From an optimization exercise on the open Yosys and OpenROAD flow, aimed at small area, a short achievable clock period and few clock cycles; shortcuts taken in it are not production practice. RTL that was checked went through simulation tests only; none was proved equivalent to the original. No activity file was given, so power comes from the tool's default toggle rates.

Design pq_engine, start of the top module:
module pq_engine (
    input  wire         clk,
    input  wire         rst,
    input  wire         cmd_valid,
    output wire         cmd_ready,
    input  wire [4:0]   cmd_k,
    input  wire [4:0]   cmd_x,
    input  wire [4:0]   cmd_y,
    input  wire         cmd_two,
    input  wire         in_valid,
    output wire         in_ready,
    input  wire [127:0] in_data,
    output wire         out_valid,
    input  wire         out_ready,
    output wire [127:0] out_data,
    output wire [4:0]   out_pos
);
==> flow/config.mk <==
export PLATFORM = sky130hd
export DESIGN_NAME = pq_engine
export DESIGN_NICKNAME = pq_engine
export VERILOG_FILES = /design/flow/design.v
export SDC_FILE = /design/flow/constraint.sdc
export NUM_CORES = 8
export LEC_CHECK = 0
export CAP_MARGIN = 20
export CORE_MARGIN = 2
export CORE_UTILIZATION = 40
export SLEW_MARGIN = 20
==> flow/constraint.sdc <==
create_clock -name core_clock -period 19.0 [get_ports {clk}]
set_input_delay 3.8000 -clock core_clock [delete_from_list [all_inputs] [get_ports {clk}]]
set_output_delay 3.8000 -clock core_clock [all_outputs]
set_load 0.01 [all_outputs]
standard.sh (not shown) runs the stock make flow with config.mk's settings and CLKGATE_MAP_FILE= SYNTH_SCRIPT=/design/flow/synth_recipe.tcl, a recipe that flattens the netlist after the stock synthesis.
==> flow/flow/run.sh <==
#!/bin/bash
set -euo pipefail
bash standard.sh finish SETUP_SLACK_MARGIN=14.5 \
  "BUFFER_PORTS_ARGS=-buffer_cell sky130_fd_sc_hd__buf_4" > orfs_finish.log 2>&1
Next try:
==> flow/flow/run.sh (replaced) <==
#!/bin/bash
# Standard ORFS layout; timing repair aimed below the clock period.
set -euo pipefail
bash standard.sh finish SETUP_SLACK_MARGIN=14.0 "BUFFER_PORTS_ARGS=-buffer_cell sky130_fd_sc_hd__buf_2" > orfs_finish.log 2>&1
Settings changed: CORE_UTILIZATION 40 to 70.
Sequential cell count does not change.
Via count fell by a few percent.
Combinational power went down by about a fifth.
Power is lower by roughly a tenth.
Maximum frequency increases slightly.
Sequential share of layout area rose by 4.6 points.
Next try:
==> flow/flow/run.sh (replaced) <==
#!/bin/bash
# Standard ORFS layout; timing repair aimed below the clock period.
set -euo pipefail
bash standard.sh finish SETUP_SLACK_MARGIN=14.2 "BUFFER_PORTS_ARGS=-buffer_cell sky130_fd_sc_hd__buf_2" > orfs_finish.log 2>&1
Settings changed: CTS_CLUSTER_DIAMETER from default to 60, CTS_CLUSTER_SIZE from default to 30.
After rerunning:
- The new run failed in global routing (5_1_grt), error GRT-0232
- area after synthesis is unchanged
- synthesized cell count is unchanged
Next try:
==> flow/flow/run.sh (replaced) <==
#!/bin/bash
set -euo pipefail
bash standard.sh finish SETUP_SLACK_MARGIN=15.5 \
  "BUFFER_PORTS_ARGS=-buffer_cell sky130_fd_sc_hd__buf_4" > orfs_finish.log 2>&1
Settings changed: CORE_UTILIZATION 70 to 40, CTS_CLUSTER_DIAMETER 60 to default, CTS_CLUSTER_SIZE 30 to default.
Effect: With this change the flow completed with no timing, DRC or antenna violations. Synthesized area is unchanged. Synthesized cell count stays the same.
Function was not checked in any run of this note: the RTL went through the layout flow alone.

* * *

The RTL this note starts from:
==> flow/design.v <==
module pq_engine (
    input  wire         clk,
    input  wire         rst,
    input  wire         cmd_valid,
    output wire         cmd_ready,
    input  wire [4:0]   cmd_k,
    input  wire [4:0]   cmd_x,
    input  wire [4:0]   cmd_y,
    input  wire         cmd_two,
    input  wire         in_valid,
    output wire         in_ready,
    input  wire [127:0] in_data,
    output wire         out_valid,
    input  wire         out_ready,
    output wire [127:0] out_data,
    output wire [4:0]   out_pos
);
    localparam LANES = 16;
    localparam [1:0] S_IDLE = 2'd0,
                     S_LOAD = 2'd1,
                     S_OUT1 = 2'd2,
                     S_OUT2 = 2'd3;
    function [7:0] gf_mul2;
        input [7:0] a;
        begin
            gf_mul2 = {a[6:0], 1'b0} ^ (a[7] ? 8'h1D : 8'h00);
        end
    endfunction
    function [7:0] gf_mul;
        input [7:0] a;
        input [7:0] b;
        integer i;
        reg [7:0] p;
        reg [7:0] t;
        begin
            p = 8'h00;
            t = a;
            for (i = 0; i < 8; i = i + 1) begin
                if (b[i])
                    p = p ^ t;
                t = gf_mul2(t);
            end
            gf_mul = p;
        end
    endfunction
    localparam [255:0] T_GPOW = 256'hc06030180c06038fc9ea75b45a2d984c261387cde8743a1d8040201008040201;
    localparam [255:0] T_GINV = 256'h122448903d7af4f5f7f3fbebcb8b0b162c58b07dfae9cf831b366cd8ad478e01;
    localparam [255:0] T_ZINV = 256'h595789deaaba8e02d2b4e9f26326dc678ac0e48574fba9a0545fed729da7f400;
    reg         cb_v;          
    reg         cb_p;          
    reg         cmd_rdy;
    reg [4:0]   cb_k, cb_x, cb_y;
    reg         cb_two;
    assign cmd_ready = cmd_rdy;
    wire cmd_fire = cmd_valid & cmd_rdy;
    wire [4:0] cb_k1   = cb_k + 5'd1;
    wire       cx_data = (cb_x < cb_k);
    wire [4:0] cb_d    = cb_y - cb_x;
    wire       cb_m0   = (cb_x == 5'd0);
    wire       cb_m1   = cb_two & (cb_y == 5'd1);
    wire       cb_qm   = (cb_x == cb_k1) | (cb_two & (cb_y == cb_k1));
    wire       cb_pm   = (cb_x == cb_k) | (cb_two & (cb_y == cb_k));
    wire       cb_dd   = cx_data & cb_two & (cb_y < cb_k);
    wire       cb_dp   = cx_data & cb_two & (cb_y == cb_k);
    wire       cb_dq   = cx_data & cb_two & (cb_y == cb_k1);
    wire       cb_qa   = (cb_x == cb_k1);
    wire [7:0] cb_gx   = T_GPOW[8*cb_x +: 8];
    wire [7:0] cb_gix  = T_GINV[8*cb_x +: 8];
    wire [7:0] cb_z    = T_ZINV[8*cb_d +: 8];
    reg  [7:0] p_c;
    always @(posedge clk)
        p_c <= cb_dd ? gf_mul(cb_z, cb_gix) : (cb_dp ? cb_gix : 8'h01);
    wire [7:0] l_c   = p_c;
    wire [7:0] l_e   = cb_dq ? cb_gx :
                       cb_dd ? cb_z :
                       (cb_dp | cb_qa) ? 8'h01 : 8'h00;
    wire [7:0] l_c1  = gf_mul2(l_c);
    wire [4:0] l_p0  = cb_m0 ? (cb_m1 ? 5'd2 : 5'd1) : 5'd0;
    wire [7:0] l_cw0 = cb_m0 ? (cb_m1 ? gf_mul2(l_c1) : l_c1) : l_c;
    wire [4:0] l_lp  = cb_qm ? (cb_pm ? cb_k - 5'd1 : cb_k) : cb_k1;
    reg [1:0]   state;
    reg         in_rdy;
    reg [4:0]   opos;          
    reg [4:0]   k_r, x_r, y_r, lp_r;
    reg         two_r;
    reg         sx;            
    reg [4:0]   pos;           
    reg [7:0]   c_r, e_r;
    reg [7:0]   cw;            
    reg         isp_r, isq_r;  
    reg         last_r;        
    reg         first;         
    reg [127:0] acc_a, acc_x;
    assign in_ready  = in_rdy;
    assign out_valid = state[1];
    assign out_data  = acc_a;
    assign out_pos   = opos;
    wire consume  = in_valid & in_rdy;
    wire out_fire = state[1] & out_ready;
    wire shift    = out_fire & (state == S_OUT1) & two_r;
    wire res_done = out_fire & ((state == S_OUT2) | ~two_r);
    wire load_row = cb_p & ((state == S_IDLE) | res_done);
    reg [1:0] state_n;
    always @(*) begin
        state_n = state;
        case (state)
            S_IDLE: if (cb_p) state_n = S_LOAD;
            S_LOAD: if (consume && last_r) state_n = S_OUT1;
            S_OUT1: if (out_ready) state_n = two_r ? S_OUT2 : (cb_p ? S_LOAD : S_IDLE);
            S_OUT2: if (out_ready) state_n = cb_p ? S_LOAD : S_IDLE;
        endcase
    end
    wire cb_v_n = cmd_fire | (cb_v & ~load_row);
    function is_missing;
        input [4:0] p;
        input [4:0] x;
        input [4:0] y;
        input       two;
        begin
            is_missing = (p == x) || (two && (p == y));
        end
    endfunction
    wire [4:0] pos1 = pos + 5'd1;
    wire [4:0] pos2 = pos + 5'd2;
    wire       m1   = is_missing(pos1, x_r, y_r, two_r);
    wire       m2   = is_missing(pos2, x_r, y_r, two_r);
    wire [4:0] pn   = m1 ? (m2 ? pos + 5'd3 : pos2) : pos1;
    wire [7:0] cw1  = gf_mul2(cw);
    wire [7:0] cw2  = gf_mul2(cw1);
    wire [7:0] cwn  = m1 ? (m2 ? gf_mul2(cw2) : cw2) : cw1;
    wire [7:0] w = isq_r ? c_r : (isp_r ? e_r : (cw ^ e_r));
    wire [7:0] wm [0:7];
    assign wm[0] = w;
    genvar gb, gl;
    generate
        for (gb = 1; gb < 8; gb = gb + 1) begin : g_wm
            assign wm[gb] = gf_mul2(wm[gb-1]);
        end
    endgenerate
    wire [127:0] prod;
    generate
        for (gl = 0; gl < LANES; gl = gl + 1) begin : g_lane
            wire [7:0] d = in_data[8*gl +: 8];
            assign prod[8*gl +: 8] =
                ({8{d[0]}} & wm[0]) ^ ({8{d[1]}} & wm[1]) ^
                ({8{d[2]}} & wm[2]) ^ ({8{d[3]}} & wm[3]) ^
                ({8{d[4]}} & wm[4]) ^ ({8{d[5]}} & wm[5]) ^
                ({8{d[6]}} & wm[6]) ^ ({8{d[7]}} & wm[7]);
        end
    endgenerate
    wire         add_a = consume & ~isq_r;
    wire         selx  = consume & last_r & sx;
    wire [127:0] a_f   = (acc_a & {128{~first}}) ^ (in_data & {128{add_a}});
    wire [127:0] x_f   = (acc_x & {128{~first}}) ^ prod;
    always @(posedge clk) begin
        acc_a <= shift ? acc_x : (a_f ^ (x_f & {128{selx}}));
        if (consume)
            acc_x <= x_f;
        if (cmd_fire) begin
            cb_k   <= cmd_k;
            cb_x   <= cmd_x;
            cb_y   <= cmd_y;
            cb_two <= cmd_two;
        end
        if (load_row) begin
            k_r    <= cb_k;
            x_r    <= cb_x;
            y_r    <= cb_y;
            two_r  <= cb_two;
            lp_r   <= l_lp;
            sx     <= cb_qa | cb_dp | cb_dd;
            c_r    <= l_c;
            e_r    <= l_e;
            pos    <= l_p0;
            cw     <= l_cw0;
            isp_r  <= (l_p0 == cb_k);
            isq_r  <= 1'b0;
            last_r <= (l_p0 == l_lp);
            opos   <= cb_x;
        end else begin
            if (consume) begin
                pos    <= pn;
                cw     <= cwn;
                isp_r  <= (pn == k_r);
                isq_r  <= (pn == k_r + 5'd1);
                last_r <= (pn == lp_r);
            end
            if (shift)
                opos <= y_r;
        end
        if (rst) begin
            state   <= S_IDLE;
            cb_v    <= 1'b0;
            cb_p    <= 1'b0;
            cmd_rdy <= 1'b0;
            in_rdy  <= 1'b0;
            first   <= 1'b0;
        end else begin
            state   <= state_n;
            cb_v    <= cb_v_n;
            cb_p    <= cb_v & ~load_row;
            cmd_rdy <= ~cb_v_n;
            in_rdy  <= (state_n == S_LOAD);
            if (load_row)
                first <= 1'b1;
            else if (consume)
                first <= 1'b0;
        end
    end
endmodule
==> flow/config.mk <==
export PLATFORM = sky130hd
export DESIGN_NAME = pq_engine
export DESIGN_NICKNAME = pq_engine
export VERILOG_FILES = /design/flow/design.v
export SDC_FILE = /design/flow/constraint.sdc
export NUM_CORES = 8
export LEC_CHECK = 0
export CAP_MARGIN = 20
export CORE_MARGIN = 2
export CORE_UTILIZATION = 60
export SLEW_MARGIN = 20
==> flow/constraint.sdc <==
create_clock -name core_clock -period 19.0 [get_ports {clk}]
set_input_delay 3.8000 -clock core_clock [delete_from_list [all_inputs] [get_ports {clk}]]
set_output_delay 3.8000 -clock core_clock [all_outputs]
set_load 0.01 [all_outputs]
==> flow/flow/run.sh <==
#!/bin/bash
# Standard ORFS layout in two calls: synthesis and floorplan with no timing
# repair margin, then placement to the end with timing repair aimed below the
# clock period. Each call's output goes to its own log.
set -euo pipefail
bash standard.sh synth floorplan SETUP_SLACK_MARGIN=0 > orfs_synth_floorplan.log 2>&1
bash standard.sh finish SETUP_SLACK_MARGIN=13.8 "BUFFER_PORTS_ARGS=-buffer_cell sky130_fd_sc_hd__buf_2"  > orfs_place_route.log 2>&1
Testbench counts at the start, summed over its fixed seeds: cycles 8,497.
Next try:
==> flow/flow/run.sh (replaced) <==
#!/bin/bash
# Standard ORFS layout; timing repair aimed below the clock period.
set -euo pipefail
bash standard.sh finish SETUP_SLACK_MARGIN=14.0 "BUFFER_PORTS_ARGS=-buffer_cell sky130_fd_sc_hd__buf_2" > orfs_finish.log 2>&1
=> Global-route usage climbs by 1.8 points; worst hold slack loses 0.0051 ns; sequential power is about the same; routed wire length climbs by a few percent; die area is unchanged; via count climbs by a few percent; cell area climbs by roughly a tenth; fmax climbs by a few percent; synthesized cell count is unchanged.
Next try:
==> flow/flow/run.sh (replaced) <==
#!/bin/bash
# Standard ORFS layout in two calls: synthesis and floorplan with no timing
# repair margin, then placement to the end with timing repair aimed below the
# clock period. Each call's output goes to its own log.
set -euo pipefail
bash standard.sh synth floorplan SETUP_SLACK_MARGIN=0 REMOVE_ABC_BUFFERS=1 > orfs_synth_floorplan.log 2>&1
bash standard.sh finish SETUP_SLACK_MARGIN=14.0 "BUFFER_PORTS_ARGS=-buffer_cell sky130_fd_sc_hd__buf_1"  > orfs_place_route.log 2>&1
Settings changed: CORE_UTILIZATION 60 to 70.
After rerunning:
- The changed run finished with timing, DRC and antenna clean
- die area fell by 14%
- first-iteration DRC count rose by 27%
- combinational power fell by about 4%
- routed wire length fell by 5.9%
- final area fell by 6.6%
- count of clock-buffer cells in the layout fell by 12
- global-route usage rose by 2.9 points
- setup slack loses 0.041 ns
Next try:
==> flow/flow/run.sh (replaced) <==
#!/bin/bash
# Standard ORFS layout in two calls: synthesis and floorplan with no timing
# repair margin, then placement to the end with timing repair aimed below the
# clock period. Each call's output goes to its own log.
set -euo pipefail
bash standard.sh synth floorplan SETUP_SLACK_MARGIN=0 > orfs_synth_floorplan.log 2>&1
bash standard.sh finish SETUP_SLACK_MARGIN=14.3 "BUFFER_PORTS_ARGS=-buffer_cell sky130_fd_sc_hd__buf_2"  > orfs_place_route.log 2>&1
Settings changed: CORE_UTILIZATION 70 to 60.
Now the flow completed and failed the layout checks on max-capacitance violations, max-slew violations; sequential share of layout area falls by 2.8 points; synthesized cell count does not change; worst setup slack is better by 0.076 ns; area after synthesis does not change; die area rises by about 16%; worst hold slack is worse by 0.014 ns; critical path depth falls by 8; via count rises by about 5.5%; final area rises by about 17%; first-iteration DRC count falls by 2.2%.

-- separate check: timing with driven ports --
The flow's constraints put no driver on any port. The routed layouts listed below were extracted and timed again, unchanged, in two steps. Step 1 (the two cells are an assumption about what drives the block):
set clk [get_ports {clk}]
set_driving_cell -lib_cell sky130_fd_sc_hd__clkbuf_16 $clk
set_driving_cell -lib_cell sky130_fd_sc_hd__buf_2 [delete_from_list [all_inputs] $clk]
Step 2 times the ports against the registers' clock, not the clock port: input delays grow and output delays shrink by t, the midpoint of the rising clock arrivals with the driver on. a / b / c = ideal ports / drivers / drivers and shift; a / b = the first two.
run | shift t [ns] | setup WS [ns] | clock arrival spread, ns | worst register clock-pin slew, ns
the first run of note 1 | 0.720 | 13.964 / 13.899 / 13.265 | 0.040 / 0.040 | 0.06 / 0.06
the second run of note 1 | 0.676 | 13.998 / 13.934 / 13.369 | 0.016 / 0.016 | 0.07 / 0.07
the fourth run of note 1 | 0.718 | 13.999 / 13.939 / 13.332 | 0.029 / 0.028 | 0.07 / 0.07
the first run of note 2 | 0.655 | 13.873 / 13.865 / 13.262 | 0.033 / 0.033 | 0.07 / 0.07
the second run of note 2 | 0.661 | 14.013 / 13.948 / 13.328 | 0.033 / 0.033 | 0.07 / 0.07
the third run of note 2 | 0.639 | 13.972 / 13.932 / 13.354 | 0.025 / 0.025 | 0.06 / 0.06
the fourth run of note 2 | 0.663 | 14.048 / 13.981 / 13.357 | 0.034 / 0.035 | 0.07 / 0.07
For the first run of note 1, which loses most, drivers alone change the setup slack by -0.065 ns; drivers and shift together by -0.699 ns.
